This design comes from an exercise in tuning for small area and a short achievable clock period on the open sky130 flow, not from production work.
The RTL was checked by simulation tests, not by an equivalence proof against the original design.
No activity file was given, so power comes from the tool's default toggle rates.

Design dsp_acc, start of the top module:
module dsp_acc (
    input  wire        clk,
    input  wire        rst_n,
    input  wire        in_valid,
    input  wire [3:0]  in_op,
    input  wire [1:0]  in_opc,
    input  wire        in_conj,
    input  wire        in_uf,
    input  wire        in_us,
    input  wire        in_pair,
    input  wire [1:0]  in_an,
    input  wire        in_w,
    input  wire [5:0]  in_s,
    input  wire        in_sat,
    input  wire [31:0] in_a,
    input  wire [31:0] in_b,
    output reg         out_valid,
    output reg  [31:0] out_data,
    output reg         out_n,
    output reg         out_z,
    output reg         out_v,
    output reg         out_sticky
);
For scale: about 6,600 cells after synthesis, about 120 I/O pins, about 61,000 µm² of cells after synthesis.
==> flow/config.mk <==
export PLATFORM = sky130hd
export DESIGN_NAME = dsp_acc
export DESIGN_NICKNAME = dsp_acc
export VERILOG_FILES = /design/flow/design.v
export SDC_FILE = /design/flow/constraint.sdc
export NUM_CORES = 4
export LEC_CHECK = 0
export CAP_MARGIN = 20
export CORE_MARGIN = 2
export CORE_UTILIZATION = 55
export SLEW_MARGIN = 20
==> flow/constraint.sdc <==
create_clock -name core_clock -period 14.0 [get_ports {clk}]
set_input_delay 2.8000 -clock core_clock [delete_from_list [all_inputs] [get_ports {clk}]]
set_output_delay 2.8000 -clock core_clock [all_outputs]
set_load 0.01 [all_outputs]
standard.sh (not shown) runs the stock make flow with config.mk's settings and CLKGATE_MAP_FILE= SYNTH_SCRIPT=/design/flow/synth_recipe.tcl, a recipe that flattens the netlist after the stock synthesis.
==> flow/flow/run.sh <==
#!/bin/bash
set -euo pipefail
R=orfs/results/sky130hd/dsp_acc/base
bash standard.sh synth > synth_flow.log 2>&1
cp $R/1_2_yosys.v $R/1_2_yosys_standard.v
python3 flow/fa_polarity.py $R/1_2_yosys_standard.v $R/1_2_yosys.v > fa_polarity.log 2>&1
rm -f $R/1_synth.odb $R/1_synth.sdc
bash standard.sh SETUP_SLACK_MARGIN=10 "BUFFER_PORTS_ARGS=-buffer_cell sky130_fd_sc_hd__buf_2" finish > standard_flow.log 2>&1
Other scripts of this flow, unchanged in this note and not shown: flow/flow/fa_polarity.py
Change:
--- a/flow/design.v
+++ b/flow/design.v
@@ -3983,31 +3983,59 @@
         e_lo  <= {ns1[5], ns0[5], ns1[4], ns0[4]};
         e_hi  <= {ns1[7], ns0[7], ns1[6], ns0[6]};
         k_lo  <= {ns1[8], ns0[8]};
         k_hi  <= {ns1[9], ns0[9]};
         k_top <= {ns1[10], ns0[10]};
     end
     wire [47:0] fa = r1_sel1 ? x1 : x0;    
     wire [47:0] fb = x1;                   
-    wire [48:0] ya_full = $signed({fa, 1'b0}) >>> r1_s;
-    wire [48:0] yb_full = $signed({fb, 1'b0}) >>> r1_s;
-    reg [46:0] m_lo, m_hiA, m_hiB;
-    integer k;
-    always @* begin
-        for (k = 0; k < 47; k = k + 1) begin
-            m_lo[k]  = ({1'b0, r1_s} >= k + 2);
-            m_hiA[k] = ({1'b0, r1_s} + (r1_w ? 7'd16 : 7'd32) <= k);
-            m_hiB[k] = ({1'b0, r1_s} + 7'd16 <= k);
+    function [49:0] shr;      
+        input [47:0] v;
+        input [5:0] s;
+        reg [48:0] t;
+        reg st;
+        begin
+            t = {v, 1'b0};
+            st = 1'b0;
+            if (s[5]) begin st = st | (|t[31:0]); t = {{32{t[48]}}, t[48:32]}; end
+            if (s[4]) begin st = st | (|t[15:0]); t = {{16{t[48]}}, t[48:16]}; end
+            if (s[3]) begin st = st | (|t[7:0]);  t = {{8{t[48]}},  t[48:8]};  end
+            if (s[2]) begin st = st | (|t[3:0]);  t = {{4{t[48]}},  t[48:4]};  end
+            if (s[1]) begin st = st | (|t[1:0]);  t = {{2{t[48]}},  t[48:2]};  end
+            if (s[0]) begin st = st | t[0];       t = {t[48], t[48:1]};        end
+            shr = {st, t};
         end
-    end
-    wire stk_a  = |(fa[46:0] & m_lo);
-    wire stk_b  = |(fb[46:0] & m_lo);
-    wire fit_a  = ~|((fa[46:0] ^ {47{fa[47]}}) & m_hiA);
-    wire fit_b  = ~|((fb[46:0] ^ {47{fb[47]}}) & m_hiB);
+    endfunction
+    function [30:0] upper_or;
+        input [47:0] v;
+        reg [46:0] e;
+        reg [30:0] u;
+        integer k;
+        begin
+            e = v[46:0] ^ {47{v[47]}};
+            u[30] = e[46];
+            for (k = 29; k >= 0; k = k - 1)
+                u[k] = u[k + 1] | e[k + 16];
+            upper_or = u;
+        end
+    endfunction
+    wire [49:0] sa = shr(fa, r1_s);
+    wire [49:0] sb = shr(fb, r1_s);
+    wire [48:0] ya_full = sa[48:0];
+    wire [48:0] yb_full = sb[48:0];
+    wire stk_a = sa[49];
+    wire stk_b = sb[49];
+    wire [30:0] ua = upper_or(fa);
+    wire [30:0] ub = upper_or(fb);
+    wire [30:0] ua16 = ua >> r1_s;             
+    wire [14:0] ua32 = ua[30:16] >> r1_s;      
+    wire [30:0] ub16 = ub >> r1_s;
+    wire fit_a = r1_w ? ~ua16[0] : ~ua32[0];
+    wire fit_b = ~ub16[0];
     reg        r2_valid;
     reg        r2_mac, r2_sta, r2_clrs, r2_pair, r2_vmac;
     reg        r2_w, r2_rd, r2_ssat;
     reg [32:0] r2_ya;
     reg [16:0] r2_yb;
     reg        r2_stka, r2_stkb, r2_fita, r2_fitb, r2_sga, r2_sgb;
     always @(posedge clk) begin
         if (!rst_n)
Global-route usage went down by 3.2 points.
Critical path depth went up by 8.
Area after synthesis went down by a few percent.
Sequential power went up by a few percent.
Non-clock buffer count went up by 28.
Final cell count went down by a few percent.
Final area went down slightly.
Utilization went up by 2.1 points.
Worst setup slack loses 0.097 ns.
Count of clock-buffer cells in the layout went down by 4.
Fmax went down by a few percent.
Flip-flop and latch count is unchanged.
Sequential share of layout area went up by 0.35 points.
Total power went up by about a fifth.


## v2
Another version of the RTL of dsp_acc (not shown whole).
Size in the first run: ~7400 cells after synthesis, roughly 120 I/O pins, roughly 60000 sq um of cells after synthesis.
==> flow/design.v (excerpt) <==
module dsp_acc (
    input  wire        clk,
    input  wire        rst_n,
    input  wire        in_valid,
    input  wire [3:0]  in_op,
    input  wire [1:0]  in_opc,
    input  wire        in_conj,
    input  wire        in_uf,
    input  wire        in_us,
    input  wire        in_pair,
    input  wire [1:0]  in_an,
    input  wire        in_w,
    input  wire [5:0]  in_s,
    input  wire        in_sat,
    input  wire [31:0] in_a,
    input  wire [31:0] in_b,
    output reg         out_valid,
    output reg  [31:0] out_data,
    output reg         out_n,
    output reg         out_z,
    output reg         out_v,
    output reg         out_sticky
);
    localparam OP_CMAC = 4'd0;
    localparam OP_DMAC = 4'd1;
    localparam OP_STA  = 4'd2;
    localparam OP_CLR  = 4'd3;
    localparam OP_LDA  = 4'd4;
    localparam OP_LDAH = 4'd5;
    localparam OP_RDAL = 4'd6;
    localparam OP_RDAH = 4'd7;
    localparam OP_CLRS = 4'd8;
    reg        q_valid;
    reg [3:0]  q_op;
    reg        q_opc1;
    reg        q_pair, q_w, q_sat;
    reg [1:0]  q_an;
    reg [5:0]  q_s;
    reg [31:0] q_a;
    reg        q_cm, q_dm;                 
    reg        q_ear, q_eai;               
    reg [8:0]  q_rr_one, q_rr_two, q_rr_neg;
    reg [8:0]  q_ii_one, q_ii_two, q_ii_neg;
    reg [8:0]  q_rx_one, q_rx_two, q_rx_neg;
    reg [8:0]  q_ry_one, q_ry_two, q_ry_neg;
    function [26:0] booth;    
        input [16:0] b;
        input f;
        reg [18:0] e;         
        integer i;
        begin
            e = {b[16], b[16], b, 1'b0};
            for (i = 0; i < 9; i = i + 1) begin
                booth[i]      = e[2*i+1] ^ e[2*i];
                booth[9 + i]  = (e[2*i+2] & ~e[2*i+1] & ~e[2*i]) | (~e[2*i+2] & e[2*i+1] & e[2*i]);
  ...
clock: 14.0 ns
lec_check: 0
abc_area: 1
cap_margin: 20
core_margin: 2
core_utilization: 55
slew_margin: 20
==> flow/flow/run.sh <==
#!/bin/bash
set -euo pipefail
R=orfs/results/sky130hd/dsp_acc/base
bash standard.sh synth > synth_flow.log 2>&1
cp $R/1_2_yosys.v $R/1_2_yosys_standard.v
python3 flow/fa_polarity.py $R/1_2_yosys_standard.v $R/1_2_yosys.v $FLOW_HOME/platforms/sky130hd/lib/sky130_fd_sc_hd__tt_025C_1v80.lib > fa_polarity.log 2>&1
rm -f $R/1_synth.odb $R/1_synth.sdc
bash standard.sh SETUP_SLACK_MARGIN=10 \
  "BUFFER_PORTS_ARGS=-buffer_cell sky130_fd_sc_hd__buf_2" \
  "CTS_ARGS=-sink_clustering_enable -repair_clock_nets -dont_use_dummy_load" \
  finish > standard_flow.log 2>&1
Other scripts of this flow, unchanged in this note and not shown: flow/flow/fa_polarity.py
Input changes introduced in v8 (baseline for comparison: v2):
diff --git a/flow/design.v b/flow/design.v
--- a/flow/design.v
+++ b/flow/design.v
@@ -55,27 +55,47 @@
                 booth[9 + i]  = (e[2*i+2] & ~e[2*i+1] & ~e[2*i]) | (~e[2*i+2] & e[2*i+1] & e[2*i]);
                 booth[18 + i] = e[2*i+2] ^ f;
             end
         end
     endfunction
     wire i_cm = (in_op == OP_CMAC);
     wire i_dm = (in_op == OP_DMAC);
     wire i_ld = (in_op == OP_LDA);
     wire i_mac = i_cm | i_dm;
     wire [16:0] i_bre = {in_b[15] & ~in_us, in_b[15:0]};
     wire [16:0] i_bim = {in_b[31] & ~in_us, in_b[31:16]};
-    wire [26:0] i_rr = booth(i_mac ? i_bre : {16'd0, i_ld}, in_opc[0] & ~i_ld);
-    wire [26:0] i_ii = booth(i_cm  ? i_bim : {i_ld, 16'd0}, i_ld | (in_opc[0] ^ ~in_conj));
-    wire [26:0] i_rx = booth(i_cm  ? i_bim : {16'd0, i_ld}, in_opc[0] & ~i_ld);
-    wire [26:0] i_ry = booth(i_cm  ? i_bre : i_dm ? i_bim : {i_ld, 16'd0},
-                             i_ld | (in_opc[0] ^ (in_conj & i_cm)));
+    wire [26:0] d_re = booth(i_bre, 1'b0);
+    wire [26:0] d_im = booth(i_bim, 1'b0);
+    wire       i_n  = in_opc[0];
+    wire [8:0] n_re   = d_re[26:18] ^ {9{i_n}};                  
+    wire [8:0] n_imcm = d_im[26:18] ^ {9{i_n ^ ~in_conj}};       
+    wire [8:0] n_im   = d_im[26:18] ^ {9{i_n}};                  
+    wire [8:0] n_recm = d_re[26:18] ^ {9{i_n ^ in_conj}};        
+    wire [8:0] n_m16  = 9'b011111111;                             
+    function [26:0] digsel;
+        input [26:0] re, im;
+        input use_re, use_im, use_1, use_m16;    
+        input [8:0] neg_re, neg_im;
+        reg [8:0] one, two, neg;
+        begin
+            one = ({9{use_re}} & re[8:0]) | ({9{use_im}} & im[8:0]) |
+                  {use_m16, 7'd0, use_1};
+            two = ({9{use_re}} & re[17:9]) | ({9{use_im}} & im[17:9]);
+            neg = ({9{use_re}} & neg_re) | ({9{use_im}} & neg_im) | ({9{use_m16}} & n_m16);
+            digsel = {neg, two, one};
+        end
+    endfunction
+    wire [26:0] i_rr = digsel(d_re, d_im, i_mac, 1'b0, i_ld, 1'b0, n_re, n_im);
+    wire [26:0] i_ii = digsel(d_re, d_im, 1'b0, i_cm, 1'b0, i_ld, n_re, n_imcm);
+    wire [26:0] i_rx = digsel(d_re, d_im, 1'b0, i_cm, i_ld, 1'b0, n_re, n_im);
+    wire [26:0] i_ry = digsel(d_re, d_im, i_cm, i_dm, 1'b0, i_ld, n_recm, n_im);
     always @(posedge clk) begin
         if (!rst_n)
             q_valid <= 1'b0;
         else
             q_valid <= in_valid;
         q_op   <= in_op;
         q_opc1 <= in_opc[1];
         q_pair <= in_pair;
         q_an   <= in_an;
         q_w    <= in_w;
         q_s    <= in_s;
==> comparison <==
- Setup WNS v2 -> v8: better
- Per the comparison of v8 with v2, count of clock-buffer cells in the layout went down by 2, DRC violation total after the first TritonRoute iteration went down by 245.
- v8: overall power after layout is 33% lower than what v2 reported.
- | flip-flop and latch share of the layout cell area | v2 vs v8 | ≈ equal |

afterwards: timing with drivers on the ports:
The results above use ideal ports. As a check the final layouts listed here were re-extracted and re-timed, cells and wires unchanged.
Step 1 assumes that a clkbuf_16 drives the clock port and a buf_2 every other input.
Step 2 moves the port delays by t, midway between the first and last clock arrival at a register: inputs arrive t later, outputs are due t later. That takes back most of the time a late clock gives input paths.
Slacks: ideal ports / drivers / drivers and shift; pairs: ideal ports / drivers.
run | shift t [ns] | setup slack, ns | slew at the worst register clock pin (ns) | worst slew at a driven data input, ns | pins driven straight from the clock port
the first run of note 1 | 0.756 | 9.766 / 9.766 / 9.424 | 0.07 / 0.07 | 0.04 | 1
the second run of note 1 | 0.738 | 9.669 / 9.669 / 9.349 | 0.07 / 0.07 | 0.05 | 1
v2 | 0.730 | 9.978 / 9.978 / 9.253 | 0.07 / 0.07 | 0.18 | 1
v8 | 0.754 | 9.999 / 9.949 / 9.360 | 0.06 / 0.06 | 0.07 | 1
After both steps every run listed still meets setup and hold. The setup slack of v2, which loses most, moves by 0.000 ns with the drivers and by -0.725 ns with both steps.
